This is an optimization exercise on Yosys and OpenROAD, whose aim is small area, not a production implementation.
At most, simulation tests tie the RTL to the original design; equivalence was not proved.

// cis_ecc
module cis_ecc (
    input  wire        clk,
    input  wire        rst_n,
    input  wire        wr_valid,
    input  wire [63:0] wr_data,
    input  wire        wr_poison,
    input  wire [15:0] wr_inj,
    output wire         wc_valid,
    output wire  [15:0] wc_check,
    input  wire        rd_valid,
    input  wire [63:0] rd_data,
    input  wire [15:0] rd_check,
    output reg          rr_valid,
    output reg   [63:0] rr_data,
    output reg          rr_ce,
    output reg          rr_ue,
    output reg   [4:0]  rr_sym
);
Size: roughly 940 cells after synthesis, ~72 flip-flops, about 250 I/O pins, roughly 9300 µm² of cells after synthesis.
Settings: LEC_CHECK=0, CAP_MARGIN=20, CORE_MARGIN=2, CORE_UTILIZATION=40, SLEW_MARGIN=20; clock period 5.5 ns.
standard.sh (not shown) runs the stock make flow with config.mk's settings and CLKGATE_MAP_FILE= SYNTH_SCRIPT=/design/flow/synth_recipe.tcl, a recipe that flattens the netlist after the stock synthesis.
==> flow/flow/run.sh <==
#!/bin/bash
# The standard layout, with buf_1 cells as the port buffers (the standard
# flow's default choice, a delay buffer, is larger and slower).
set -euo pipefail
bash standard.sh "BUFFER_PORTS_ARGS=-buffer_cell sky130_fd_sc_hd__buf_1" finish > standard_flow.log 2>&1
The first run produced a clean layout.
Next try:
--- a/flow/design.v
+++ b/flow/design.v
@@ -8,16 +8,16 @@
     output wire         wc_valid,
     output wire  [15:0] wc_check,
     input  wire        rd_valid,
     input  wire [63:0] rd_data,
     input  wire [15:0] rd_check,
     output reg          rr_valid,
-    output reg   [63:0] rr_data,
-    output reg          rr_ce,
-    output reg          rr_ue,
-    output reg   [4:0]  rr_sym
+    output wire  [63:0] rr_data,
+    output wire         rr_ce,
+    output wire         rr_ue,
+    output wire  [4:0]  rr_sym
 );
     wire we_0 = wr_data[50] ^ wr_data[54];
     wire we_1 = wr_data[23] ^ wr_data[39];
     wire we_2 = wr_data[22] ^ wr_data[38];
     wire we_3 = wr_data[17] ^ wr_data[21];
     wire we_4 = wr_data[15] ^ wr_data[55];
@@ -455,13 +455,21 @@
     wire rs_221 = rs_40 ^ rs_219;
     wire rs_222 = rs_44 ^ rs_220;
     wire rs_223 = rs_221 ^ rs_76;
     wire rs_224 = rs_35 ^ rs_222;
     wire rs_225 = rs_80 ^ rs_223;
     wire rs_226 = rs_224 ^ rs_225;
-    wire [15:0] syn = {rs_226, rs_217, rs_206, rs_197, rs_186, rs_177, rs_166, rs_155, rs_145, rs_134, rs_124, rs_114, rs_105, rs_99, rs_93, rs_86};
+    wire [15:0] syn_in = {rs_226, rs_217, rs_206, rs_197, rs_186, rs_177, rs_166, rs_155, rs_145, rs_134, rs_124, rs_114, rs_105, rs_99, rs_93, rs_86};
+    reg [15:0] syn;
+    reg [63:0] r1_data;
+    always @(posedge clk) begin
+        if (!rst_n) rr_valid <= 1'b0;
+        else        rr_valid <= rd_valid;
+        r1_data <= rd_data;
+        syn     <= syn_in;
+    end
     wire [3:0] s0 = syn[3:0], s1 = syn[7:4], s2 = syn[11:8], s3 = syn[15:12];
     wire nz0 = |s0, nz1 = |s1, nz2 = |s2, nz3 = |s3;
     wire l1 = s0[0];
     wire l2 = s0[1];
     wire l3 = s0[0] ^ s0[1];
     wire l4 = s0[2];
@@ -530,22 +538,19 @@
     wire m17 = ~nz0 & nz1 & ~nz2 & ~nz3;
     wire m18 = ~nz0 & ~nz1 & nz2 & ~nz3;
     wire m19 = ~nz0 & ~nz1 & ~nz2 & nz3;
     wire [19:0] match = {m19, m18, m17, m16, m15, m14, m13, m12, m11, m10, m9, m8, m7, m6, m5, m4, m3, m2, m1, m0};
     wire ce = |match;
     wire ue = (nz0 | nz1 | nz2 | nz3) & ~ce;
-    wire sy0 = m1 | m3 | m5 | m7 | m9 | m11 | m13 | m15 | m17 | m19;
-    wire sy1 = m2 | m3 | m6 | m7 | m10 | m11 | m14 | m15 | m18 | m19;
-    wire sy2 = m4 | m5 | m6 | m7 | m12 | m13 | m14 | m15;
-    wire sy3 = m8 | m9 | m10 | m11 | m12 | m13 | m14 | m15;
-    wire sy4 = m16 | m17 | m18 | m19;
+    wire [4:0] sy;
+    assign sy[0] = m1 | m3 | m5 | m7 | m9 | m11 | m13 | m15 | m17 | m19;
+    assign sy[1] = m2 | m3 | m6 | m7 | m10 | m11 | m14 | m15 | m18 | m19;
+    assign sy[2] = m4 | m5 | m6 | m7 | m12 | m13 | m14 | m15;
+    assign sy[3] = m8 | m9 | m10 | m11 | m12 | m13 | m14 | m15;
+    assign sy[4] = m16 | m17 | m18 | m19;
     wire [63:0] fix = {{4{m15}} & s0, {4{m14}} & s0, {4{m13}} & s0, {4{m12}} & s0, {4{m11}} & s0, {4{m10}} & s0, {4{m9}} & s0, {4{m8}} & s0, {4{m7}} & s0, {4{m6}} & s0, {4{m5}} & s0, {4{m4}} & s0, {4{m3}} & s0, {4{m2}} & s0, {4{m1}} & s0, {4{m0}} & s0};
-    wire [63:0] cor = rd_data ^ fix;
-    always @(posedge clk) begin
-        if (!rst_n) rr_valid <= 1'b0;
-        else        rr_valid <= rd_valid;
-        rr_data <= cor;
-        rr_ce   <= ce;
-        rr_ue   <= ue;
-        rr_sym  <= {sy4, sy3, sy2, sy1, sy0};
-    end
+    wire [63:0] cor = r1_data ^ fix;
+    assign rr_data  = cor;
+    assign rr_ce    = ce;
+    assign rr_ue    = ue;
+    assign rr_sym   = sy;
 endmodule
Outcome: Die area went down by a few percent. Count of clock-buffer cells in the layout went up by 2. Final cell count went down slightly. Setup slack improved by 0.43 ns. Synthesized cell count went up by a few percent. Via count went down by a few percent. Global-route usage went down by 2.6 points. First-iteration DRC count went down by roughly a tenth. Synthesized area went down by a few percent. Final area went down by a little under a tenth. Wire length went down by roughly a tenth.
Function not checked in the first run of this note: the RTL went through the layout flow alone.

-- re-timing with driven ports --
In the flow no input, the clock included, has a driving cell. The finished layouts below were timed again as built, in two steps. Step 1 assumes that a clkbuf_16 drives the clock port and a buf_2 every other input. Step 2 moves the port delays by t, midway between the first and last clock arrival at a register: inputs arrive t later, outputs are due t later. That takes back most of the time a late clock gives input paths. Slacks: ideal / step 1 / step 2; pairs: ideal / step 1.
| run | t, ns | setup slack, ns | pins driven straight from the clock port |
|---|---|---|---|
| the first run | 0.387 | 0.206 / 0.215 / -0.171 | 1 |
| the second run | 0.378 | 0.639 / 0.600 / 0.978 | 1 |
Met with ideal ports but missed after step 2: setup timing in the first run. For the first run, which loses most, drivers alone change the setup slack by +0.009 ns; drivers and shift together by -0.377 ns.
